This design comes from an exercise in tuning for small area, a short achievable clock period and few clock cycles per item on the open sky130 flow, not from production work. Function was checked by simulation only, so behaviour that the tests miss may differ from the original.

==> yarrow <==
// cefu
module cefu (
    input             clk,
    input             rst,
    input             in_valid,
    output            in_ready,
    input      [1:0]  in_op,
    input      [15:0] in_a,
    input      [15:0] in_b,
    output reg        out_valid,
    output reg [15:0] out_res,
    output reg [15:0] out_res2,
    output            out_z,
    output            out_n,
    output reg        out_v
);
    localparam K   = 3;                 
    localparam NCD = (15 + K - 1) / K;        
    localparam XD  = NCD * K - 15;            
    localparam NCS = (12 + K - 1) / K;        
    localparam QW  = 15 + XD;                 
    localparam NL  = K - XD;                  
    function [15:0] lookup(input [13:0] r, input m, input n);
        reg [7:0] i;
        reg [7:0] f;
        begin
            i = m ? ~r[13:6] : r[13:6];
            f = m ? 8'd64 - {2'b00, r[5:0]} : {2'b00, r[5:0]};
            lookup = {i, n ? 8'd0 - f : f};
        end
    endfunction
    reg          busy;
    reg          sc;      
    reg          sq;      
    reg          early;   
    reg          e_zero;  
    reg          e_v;     
    reg [2:0]    cnt;
    reg [18:0]   t_r;     
    reg [16:0]   d_r;     
    reg [QW-1:0] q_r;     
    reg          neg;     
    reg          neg2;    
    reg [22:0]   e_r;     
    reg [7:0]    fs_r;    
    reg          ns_r;    
    reg          s_fin;   
    reg          sw;      
    wire signed [8:0]  dsg = {1'b0, e_r[7:0]};
    wire signed [7:0]  fs  = fs_r;
    wire signed [16:0] dfs = dsg * fs;
    wire signed [21:0] qsg = {ns_r, e_r[22:8] ^ {15{ns_r}}, 6'd0};
    wire signed [21:0] acc = qsg + dfs + (ns_r ? 22'sd95 : 22'sd32);
    wire [15:0] s_now = acc[21:6];
    wire [7:0]  fs2   = ((neg == neg2) ? 8'd0 - d_r[7:0] : d_r[7:0]) + (neg2 ? 8'hC0 : 8'h40);
    reg [18:0]   t_s [0:K];
    reg [14:0]   rt_s [0:K];    
    reg [QW-1:0] q_s [0:K];
    reg [16:0]   d;
    reg [19:0]   df;
    reg [16:0]   r;
    reg          ge;
    integer      k;
    always @* begin
        t_s[0]  = t_r;
        rt_s[0] = d_r[16:2];
        q_s[0]  = q_r;
        for (k = 0; k < K; k = k + 1) begin
            d  = (k == 0 || !sq) ? d_r : {rt_s[k], 2'b01};
            df = {1'b0, t_s[k]} - {3'b000, d};
            ge = !df[19];
            r  = ge ? df[16:0] : t_s[k][16:0];
            rt_s[k+1] = {rt_s[k][13:0], ge};
  ...
make LEC_CHECK=0 ABC_AREA=1 CAP_MARGIN=5 CORE_MARGIN=2 CORE_UTILIZATION=40 CTS_BUF_LIST=sky130_fd_sc_hd__clkbuf_8 PLACE_DENSITY=0.7 SETUP_SLACK_MARGIN=4.5 SLEW_MARGIN=5 SYNTH_MEMORY_MAX_BITS=16384 finish   # period 12.0 ns
run.sh (not shown) runs the stock make flow with config.mk's settings and CLKGATE_MAP_FILE= SYNTH_SCRIPT=/design/flow/synth_recipe.tcl, a recipe that flattens the netlist after the stock synthesis.
==> inputs of maple, as changes to yarrow <==
--- a/flow/design.v
+++ b/flow/design.v
@@ -42,11 +42,10 @@
     reg          neg2;    
     reg [22:0]   e_r;     
     reg [7:0]    fs_r;    
     reg          ns_r;    
     reg          s_fin;   
-    reg          sw;      
     wire signed [8:0]  dsg = {1'b0, e_r[7:0]};
     wire signed [7:0]  fs  = fs_r;
     wire signed [16:0] dfs = dsg * fs;
     wire signed [21:0] qsg = {ns_r, e_r[22:8] ^ {15{ns_r}}, 6'd0};
     wire signed [21:0] acc = qsg + dfs + (ns_r ? 22'sd95 : 22'sd32);
@@ -77,12 +76,12 @@
                 t_s[k+1] = {2'b00, r[15:0], 1'b0};
                 q_s[k+1] = {q_s[k][QW-2:0], ge};
             end
         end
     end
-    wire lastc = sc ? !sw : (early ? !s_fin : cnt == (sq ? NCS - 1 : NCD - 1));
-    assign in_ready = !busy || lastc;
+    wire lastc = sc || (early ? !s_fin : cnt == (sq ? NCS - 1 : NCD - 1));
+    assign in_ready = !busy || (lastc && !(sc && in_op == 2'd0));
     wire accept = in_valid && in_ready;
     assign out_n = out_res[15];
     assign out_z = (out_res == 16'd0);
     wire [15:0] abs_a  = in_a[15] ? 16'd0 - in_a : in_a;
     wire [15:0] abs_b  = in_b[15] ? 16'd0 - in_b : in_b;
@@ -123,17 +122,16 @@
                 s0_r = s0_t[3:0];
                 s0_q = {s0_q[1:0], 1'b0};
             end
         end
     end
-    wire        sc_cyc = busy && sc && !sw;
-    wire        sw_cyc = busy && sc && sw;
+    wire        sc_cyc = busy && sc;
     wire [22:0] rom_e;
-    romq_gen u_rom (.i(sc_cyc ? ~d_r[15:8] : sw_cyc ? d_r[15:8] : i_lk[15:8]), .e(rom_e));
+    romq_gen u_rom (.i(sc_cyc ? ~d_r[15:8] : i_lk[15:8]), .e(rom_e));
     always @(posedge clk) begin
         out_v    <= !s_fin && early && e_v;
-        if (sc_cyc)
+        if (busy && sc)
             out_res2 <= s_now;
         else if (busy && lastc)
             out_res2 <= 16'd0;
         if (s_fin)
             out_res <= s_now;
@@ -144,15 +142,16 @@
         else
             out_res <= qres;
         cnt <= cnt + 3'd1;
         q_r <= q_s[K];
         e_r  <= rom_e;
-        fs_r <= sc_cyc ? fs2  : sw_cyc ? d_r[7:0] : i_lk[7:0];
-        ns_r <= sc_cyc ? neg2 : sw_cyc ? neg      : in_a[15] ^ in_a[14];
-        t_r <= t_s[K];
-        if (!sc && sq)
-            d_r <= {rt_s[K], 2'b01};
+        fs_r <= sc_cyc ? fs2  : i_lk[7:0];
+        ns_r <= sc_cyc ? neg2 : in_a[15] ^ in_a[14];
+        if (!sc) begin
+            t_r <= t_s[K];
+            d_r <= sq ? {rt_s[K], 2'b01} : d_r;
+        end
         if (accept) begin
             sc     <= i_sc;
             sq     <= i_sqrt;
             early  <= i_div ? (abs_a >= abs_b) : (i_sqrt && in_a[15]);
             e_zero <= !i_div || (i_bz && in_a == 16'd0);
@@ -166,17 +165,12 @@
         end
         if (rst) begin
             busy      <= 1'b0;
             out_valid <= 1'b0;
             s_fin     <= 1'b0;
-            sw        <= 1'b0;
         end else begin
-            s_fin     <= sc_cyc;
-            if (accept)
-                sw <= i_sc && sc_cyc;
-            else
-                sw <= 1'b0;
+            s_fin     <= busy && sc;
             out_valid <= s_fin || (busy && lastc && !sc);
             if (accept)
                 busy <= 1'b1;
             else if (lastc)
                 busy <= 1'b0;
Settings changed: CORE_UTILIZATION 40 to 30, PLACE_DENSITY 0.7 to 0.6, SETUP_SLACK_MARGIN 4.5 to 5.
==> results.txt <==
| quantity | maple | yarrow |
|---|---|---|
| Outcome | complete, no violations | complete, no violations |
| Post-synthesis instance area | 17800 µm² | 17800 µm² |
| Worst Setup Slack post-DPL | 4.20 ns | 4.27 ns |
| Buffering overhead | 6.38% | 5.14% |
| Synthesized-area fraction occupied by adder cells | 17.8% | 18.0% |
| Multi-input gate area in the final layout | 12900 µm² | 12800 µm² |
| First-pass GRT wire length | 114 mm | 111 mm |
| Final layout net count | 3000 | 3072 |
| Share of the core filled with cells | 34.7% | 44.5% |
| Seq cells | 129 | 130 |
| Met3 capacity usage during global routing | 5.35% | 7.45% |
| Wire length per cell | 21.9 µm | 21.7 µm |
| Critical Path Source | in_op[1] | d_r[2] |
| Post-route cell area | 20500 µm² | 19600 µm² |
| Max FO, Critical Path | 6 | 20 |
| Synthesized area divided by synthesized cell count | 6.65 µm² | 6.38 µm² |
| Post-route worst hold slack | 0.473 ns | 0.474 ns |
| Y dimension of the die | 248 µm | 215 µm |
| Wire length on met2 | 32.0 mm | 30.1 mm |
| Number of fill cells | 6331 | 4775 |
| Number of placed instances with taps included | 3445 | 3375 |
Testbench counts of yarrow, summed over its fixed seeds: cycles 12,255, ops 4,000.
Testbench counts of maple, summed over its fixed seeds: cycles 12,255, ops 4,000.

-- afterwards: timing with drivers on the ports --
In the flow no input, the clock included, has a driving cell. The finished layouts below were timed again as built, in two steps.
Step 1 (the two cells are an assumption about what drives the block):
set clk [get_ports {clk}]
set_driving_cell -lib_cell sky130_fd_sc_hd__clkbuf_16 $clk
set_driving_cell -lib_cell sky130_fd_sc_hd__buf_2 [delete_from_list [all_inputs] $clk]
Step 2 times the ports against the registers' clock, not the clock port: input delays grow and output delays shrink by t, the midpoint of the rising clock arrivals with the driver on.
Slacks: ideal / step 1 / step 2; pairs: ideal / step 1.
| run | shift t [ns] | slack for setup (ns) | worst hold slack (ns) | worst setup path after step 2 | worst register clock-pin slew, ns |
|---|---|---|---|---|---|
| yarrow | 0.540 | 5.094 / 5.094 / 4.628 | 0.474 / 0.474 / 0.474 | input to register | 0.10 / 0.10 |
| maple | 0.528 | 5.206 / 5.179 / 5.121 | 0.473 / 0.473 / 0.473 | input to register | 0.09 / 0.09 |
After both steps setup and hold are still met in every run listed. The setup slack of yarrow, which loses most, moves by 0.000 ns with the drivers and by -0.466 ns with both steps.
